This design comes from an exercise in tuning for small area, a short achievable clock period and few clock cycles per item on the open sky130 flow, not from production work. Function was checked by simulation only, so behaviour that the tests miss may differ from the original.

==> inputs of run Y <==
==> flow/design.v <==
module pfil_fir (
    input             clk,
    input             rst,         
    input      [6:0]  taps,        
    input             coef_we,
    input      [5:0]  coef_idx,
    input      [17:0] coef_data,
    input             clr,         
    input             in_valid,
    output            in_ready,
    input      [19:0] in_data,
    output reg        out_valid,
    output reg [19:0] out_data
);
    localparam NTAPS = 64;
    localparam S_IDLE = 2'd0;
    localparam S_MAC  = 2'd1;
    localparam S_DONE = 2'd2;
    reg        [1:0]  state;
    reg        [5:0]  k;
    reg signed [43:0] acc;
    reg signed [17:0] coef [0:NTAPS-1];
    reg signed [19:0] hist [0:NTAPS-1];
    assign in_ready = (state == S_IDLE);
    always @(posedge clk) begin
        if (coef_we)
            coef[coef_idx] <= coef_data;
    end
    integer i;
    always @(posedge clk) begin
        if (rst || clr) begin
            for (i = 0; i < NTAPS; i = i + 1)
                hist[i] <= 20'sd0;
        end else if (in_valid && in_ready) begin
            hist[0] <= in_data;
            for (i = 1; i < NTAPS; i = i + 1)
                hist[i] <= hist[i-1];
        end
    end
    wire signed [37:0] prod = coef[k] * hist[k];
    wire signed [26:0] q     = acc[43:17];
    wire        [16:0] rem   = acc[16:0];
    wire               rnd   = rem[16] && ((rem[15:0] != 16'd0) || q[0]);
    wire signed [27:0] q_rnd = {q[26], q} + {27'd0, rnd};
    reg [19:0] y_sat;
    always @(*) begin
        if (q_rnd > 28'sd524287)
            y_sat = 20'h7FFFF;
        else if (q_rnd < -28'sd524288)
            y_sat = 20'h80000;
        else
            y_sat = q_rnd[19:0];
    end
    always @(posedge clk) begin
        if (rst) begin
            state     <= S_IDLE;
            k         <= 6'd0;
            acc       <= 44'sd0;
            out_valid <= 1'b0;
            out_data  <= 20'd0;
        end else begin
            out_valid <= 1'b0;
            case (state)
                S_IDLE: begin
                    if (in_valid) begin
                        k     <= 6'd0;
                        acc   <= 44'sd0;
                        state <= S_MAC;
                    end
                end
                S_MAC: begin
                    acc <= acc + prod;
                    k   <= k + 6'd1;
                    if ({1'b0, k} == taps - 7'd1)
                        state <= S_DONE;
                end
                S_DONE: begin
                    out_data  <= y_sat;
                    out_valid <= 1'b1;
                    state     <= S_IDLE;
                end
                default: state <= S_IDLE;
            endcase
        end
    end
endmodule
==> flow/run.sh <==
#!/bin/bash
# synth_recipe.tcl (not shown) runs the flow's synth.tcl, then flattens the netlist and writes it again
# the make line also repeats each setting of config.mk as NAME=value (left out here)
make -C /OpenROAD-flow-scripts/flow DESIGN_CONFIG=/design/flow/config.mk WORK_HOME=/design/flow/orfs CLKGATE_MAP_FILE= SYNTH_SCRIPT=/design/flow/synth_recipe.tcl finish
==> flow/config.mk <==
export PLATFORM = sky130hd
export DESIGN_NAME = pfil_fir
export DESIGN_NICKNAME = pfil_fir
export VERILOG_FILES = /design/flow/design.v
export SDC_FILE = /design/flow/constraint.sdc
export NUM_CORES = 4
export LEC_CHECK = 0
export CAP_MARGIN = 20
export CORE_MARGIN = 2
export CORE_UTILIZATION = 30
export SLEW_MARGIN = 20
==> flow/constraint.sdc <==
create_clock -name core_clock -period 11.0 [get_ports {clk}]
set_input_delay 2.2000 -clock core_clock [delete_from_list [all_inputs] [get_ports {clk}]]
set_output_delay 2.2000 -clock core_clock [all_outputs]
set_load 0.01 [all_outputs]
==> run A (differences from run Y) <==
==> flow/design.v, changed modules only <==
module pfil_fir (
    input             clk,
    input             rst,         
    input      [6:0]  taps,        
    input             coef_we,
    input      [5:0]  coef_idx,
    input      [17:0] coef_data,
    input             clr,         
    input             in_valid,
    output            in_ready,
    input      [19:0] in_data,
    output reg        out_valid,
    output reg [19:0] out_data
);
    localparam NTAPS = 64;
    localparam S_IDLE = 2'd0;
    localparam S_MAC  = 2'd1;
    localparam S_DONE = 2'd2;
    localparam S_LAST = 2'd3;    
    reg        [1:0]  state;
    reg        [2:0]  k;
    reg               first;
    reg signed [43:0] psum_r;
    reg signed [43:0] acc;
    reg signed [17:0] coef [0:NTAPS-1];
    reg signed [19:0] hist [0:NTAPS-1];
    assign in_ready = (state == S_IDLE);
    always @(posedge clk) begin
        if (coef_we)
            coef[coef_idx] <= coef_data;
    end
    integer i;
    always @(posedge clk) begin
        if (rst || clr) begin
            for (i = 0; i < NTAPS; i = i + 1)
                hist[i] <= 20'sd0;
        end else if (in_valid && in_ready) begin
            hist[0] <= in_data;
            for (i = 1; i < NTAPS; i = i + 1)
                hist[i] <= hist[i-1];
        end
    end
    reg signed [43:0] psum;
    integer l;
    always @(*) begin
        psum = 44'sd0;
        for (l = 0; l < 8; l = l + 1)
            if ({1'b0, k, l[2:0]} < taps)
                psum = psum + coef[{k, l[2:0]}] * hist[{k, l[2:0]}];
    end
    wire signed [26:0] q     = acc[43:17];
    wire        [16:0] rem   = acc[16:0];
    wire               rnd   = rem[16] && ((rem[15:0] != 16'd0) || q[0]);
    wire signed [27:0] q_rnd = {q[26], q} + {27'd0, rnd};
    reg [19:0] y_sat;
    always @(*) begin
        if (q_rnd > 28'sd524287)
            y_sat = 20'h7FFFF;
        else if (q_rnd < -28'sd524288)
            y_sat = 20'h80000;
        else
            y_sat = q_rnd[19:0];
    end
    always @(posedge clk) begin
        if (rst) begin
            state     <= S_IDLE;
            k         <= 3'd0;
            first     <= 1'b0;
            psum_r    <= 44'sd0;
            acc       <= 44'sd0;
            out_valid <= 1'b0;
            out_data  <= 20'd0;
        end else begin
            out_valid <= 1'b0;
            case (state)
                S_IDLE: begin
                    if (in_valid) begin
                        k     <= 3'd0;
                        acc   <= 44'sd0;
                        first <= 1'b1;
                        state <= S_MAC;
                    end
                end
                S_MAC: begin
                    psum_r <= psum;
                    first  <= 1'b0;
                    if (!first)
                        acc <= acc + psum_r;
                    k   <= k + 3'd1;
                    if ({1'b0, k, 3'd0} + 7'd8 >= taps)
                        state <= S_LAST;
                end
                S_LAST: begin
                    acc   <= acc + psum_r;
                    state <= S_DONE;
                end
                S_DONE: begin
                    out_data  <= y_sat;
                    out_valid <= 1'b1;
                    state     <= S_IDLE;
                end
            endcase
        end
    end
endmodule
==> run notes <==
quantity	run A	run Y
Clock network share of area	0.0319	0.0670
GPL Wtd Cong	0.958	0.916
Clock-pin slew reported for the worst setup and hold paths after clock tree synthesis	0.06 ns	0.07 ns
Run status	finished with violations	complete, no violations
Reasons for failing layout checks	negative setup slack	-
Number of flip-flops and latches	2550	2511
Register-to-register path setup slack	-23.76 ns	0.60 ns
Top-area cell type share of the netlist area	0.298	0.303
Total die area	0.752 mm^2	0.386 mm^2
#MultiIn Comb	15900	6924
Area share of fa/ha/maj cells after synthesis	0.358	0.0894
Die Span Y	867 um	621 um
Starting density of the core	0.301	0.302
Total of clock buffers placed in the layout	380	371
Top cell by count, worst path	sky130_fd_sc_hd__buf_4	sky130_fd_sc_hd__fa_1
Non-clock inverter instance count of the final layout	3322	500
R2r endpoint	psum_r[38]	acc[35]
Data arrival time of the critical path	35.62 ns	11.19 ns
Layout fillers	73000	37500
Worst setup path start	k[1]	k[0]
Delay of the slowest cell on the worst path	0.58 ns	0.65 ns
Area taken by flip-flops and latches	0.0626 mm^2	0.0618 mm^2
Average cell area after synthesis	9.72 um^2	10.7 um^2
Testbench counts of run Y, summed over its fixed seeds: cycles 499,232, items 8,192.
Testbench counts of run A, summed over its fixed seeds: cycles 85,792, items 8,192.

afterwards: timing with drivers on the ports:
Ports are ideal in the flow. The routed layouts listed here were re-timed in OpenROAD. Step 1: set_driving_cell puts a clkbuf_16 on clk and a buf_2 on each other input, an assumption about the parent block. Step 2, shift: input delay + t, output delay - t, t = (earliest + latest rising clock arrival at the registers) / 2. This alone moves slack from input paths to output paths. a / b / c = ideal ports / drivers / drivers and shift; a / b = the first two.
run | t, ns | setup WS [ns] | slew at the worst register clock pin (ns) | worst data-port slew with drivers (ns) | cell pins on the clock port's net
run Y | 0.975 | 0.595 / 0.595 / 0.595 | 0.07 / 0.07 | 0.24 | 1
run A | 1.056 | -23.765 / -23.765 / -23.765 | 0.09 / 0.09 | 0.22 | 1
